From an optimization exercise on the open Yosys and OpenROAD flow, aimed at small area, a short achievable clock period and few clock cycles per item; shortcuts taken in it are not production practice.
In this exercise RTL edits were held to simulation tests only and were not proved equivalent to the original.
Power and IR drop assume default switching activity.

Setup of rev 12:
// rs80_dec
module rs80_dec (
    input  wire        clk,
    input  wire        rst,           
    input  wire        in_valid,
    output wire        in_ready,
    input  wire [15:0] in_data,
    output wire        out_valid,
    input  wire        out_ready,
    output wire [15:0] out_data,
    output wire        out_last,
    output wire [1:0]  out_status,    
    output wire [6:0]  out_pos        
);
    localparam integer D  = 88;       
    localparam integer DL = 2;        
    localparam [6:0]   DM1 = D - 1;
    localparam [7:0]   DM1W = D - 1;
    localparam [1:0] STATUS_OK  = 2'd0,
                     STATUS_COR = 2'd1,
                     STATUS_UNC = 2'd2;
    function [15:0] gf_mul;
        input [15:0] a;
        input [15:0] b;
        reg   [15:0] p;
        reg   [15:0] x;
        integer      n;
        begin
            p = 16'd0;
            x = a;
            for (n = 0; n < 16; n = n + 1) begin
                if (b[n])
                    p = p ^ x;
                x = {x[14:0], 1'b0} ^ (x[15] ? 16'h100B : 16'h0000);
            end
            gf_mul = p;
        end
    endfunction
    function [15:0] gf_sq;
        input [15:0] a;
        reg   [15:0] p;
        reg   [15:0] x;
        integer      n;
        begin
            p = 16'd0;
            x = 16'h0001;
            for (n = 0; n < 16; n = n + 1) begin
                if (a[n])
                    p = p ^ x;
                x = {x[14:0], 1'b0} ^ (x[15] ? 16'h100B : 16'h0000);
                x = {x[14:0], 1'b0} ^ (x[15] ? 16'h100B : 16'h0000);
            end
            gf_sq = p;
  ...
make LEC_CHECK=0 CAP_MARGIN=20 CORE_MARGIN=2 CORE_UTILIZATION=70 CTS_CLUSTER_DIAMETER=100 CTS_CLUSTER_SIZE=24 SETUP_SLACK_MARGIN=2.8 SLEW_MARGIN=20 finish   # period 5.0 ns
run.sh (not shown) runs the stock make flow with config.mk's settings and CLKGATE_MAP_FILE= SYNTH_SCRIPT=/design/flow/synth_recipe.tcl, a recipe that flattens the netlist after the stock synthesis.
Testbench counts of rev 12, summed over its fixed seeds: cycles 16,064, items 192.
Inputs modified between rev 12 and rev 13:
# rev 12
export LEC_CHECK = 0
export CAP_MARGIN = 20
export CORE_MARGIN = 2
export CORE_UTILIZATION = 70
export CTS_CLUSTER_DIAMETER = 100
export CTS_CLUSTER_SIZE = 24
export SETUP_SLACK_MARGIN = 2.8
export SLEW_MARGIN = 20
create_clock -name core_clock -period 5.0 [get_ports {clk}]
# rev 13
export LEC_CHECK = 0
export CAP_MARGIN = 20
export CORE_MARGIN = 2
export CORE_UTILIZATION = 60
export CTS_CLUSTER_DIAMETER = 100
export CTS_CLUSTER_SIZE = 30
export SETUP_SLACK_MARGIN = 2.6
export SLEW_MARGIN = 20
create_clock -name core_clock -period 5.0 [get_ports {clk}]
### Flow results
Rev 13 | stages: all done | timing, DRC, antenna: all pass
Area growth from synthesis to layout was higher in rev 12 than in rev 13.
Delta (rev 13 minus rev 12): share of the final layout cell area in multi-input gates fell by 0.78 points, power density over the cells fell by 3.0%, transition time at the pin with the least slew margin stayed essentially flat, met3 wire length fell by 8000 um.

---

run A:
Another version of the RTL of rs80_dec (not shown whole).
For scale: about 4100 cells after synthesis, ~1800 flip-flops, ~48 I/O pins, roughly 53000 um^2 of cells after synthesis.
clock: 5.0 ns
lec_check: 0
cap_margin: 20
core_margin: 2
core_utilization: 40
setup_slack_margin: 2.4
slew_margin: 20
Run A went all the way through synthesis, placement and routing and the layout is clean on timing, DRC and antenna.
Testbench counts of run A, summed over its fixed seeds: cycles 16,064, items 192.
Input-level comparison between run B and run A:
-- flow/config.mk --
<<< run A, line 11
export SETUP_SLACK_MARGIN = 2.4
>>> run B, line 11
## What came out
- Compared with run A, in run B wire length reported by the detailed router went down by 4600 um, final clock period utilization by the worst path rose by 15 points, final cell count dropped 2.8%, static leakage decreased 5.1%.
- Run B vs run A — total half-perimeter wirelength after legalization and detailed placement dropped slightly
- Run B reached the end of the flow, and the finished layout is clean on the timing, design-rule and antenna checks.
- For run B, the start point of the critical path was e[14]$_DFFE_PP_, unlike run A, where it was e[13]$_DFFE_PP_.
- In run B, the routed length per instance came out 0.27 um below the value in run A.
- Compared to run A, run B has critical path depth in cells 5 lower.
- Against run A, final non-filler cell area in run B fell by a few percent.
> inputs changed (run B -> run C)
-- flow/config.mk --
<<< run B, line 8
>>> run C, line 8
export ABC_CLOCK_PERIOD_IN_PS = 2600
<<< run B, line 11
>>> run C, line 12
export SETUP_SLACK_MARGIN = 2.4
==> comparison <==
- Summary of run C over run B: total length of routed wires went up, fraction of final layout cells sized beyond drive strength 1 went up, signal arrival time at the worst endpoint went down, combinational gate power went up.
- Run B → run C: worst hold-check slack rose by 23 ps, worst setup slack rose by 770 ps.

[re-timing with driven ports]
The flow's constraints put no driver on any port. The routed layouts listed below were extracted and timed again, unchanged, in two steps. Step 1 (the two cells are an assumption about what drives the block):
set clk [get_ports {clk}]
set_driving_cell -lib_cell sky130_fd_sc_hd__clkbuf_16 $clk
set_driving_cell -lib_cell sky130_fd_sc_hd__buf_2 [delete_from_list [all_inputs] $clk]
Step 2 also shifts input and output timing later by t, the mid clock arrival at the registers, as if the neighbouring blocks saw the same clock. a / b / c = ideal / step 1 / step 2; a / b = the first two.
run | t, ns | slack for setup (ns) | worst setup path after step 2 | worst data-port slew with drivers (ns)
rev 12 | 0.752 | 1.837 / 1.837 / 1.837 | register to register | 0.05
rev 13 | 0.724 | 2.437 / 2.437 / 1.917 | input to register | 0.06
run A | 0.826 | 1.524 / 1.524 / 1.052 | input to register | 0.03
run B | 0.830 | 0.751 / 0.751 / 0.732 | input to register | 0.03
run C | 0.826 | 1.524 / 1.524 / 1.052 | input to register | 0.03
After both steps setup and hold are still met in every run listed. The setup slack of rev 13, which loses most, moves by 0.000 ns with the drivers and by -0.520 ns with both steps.
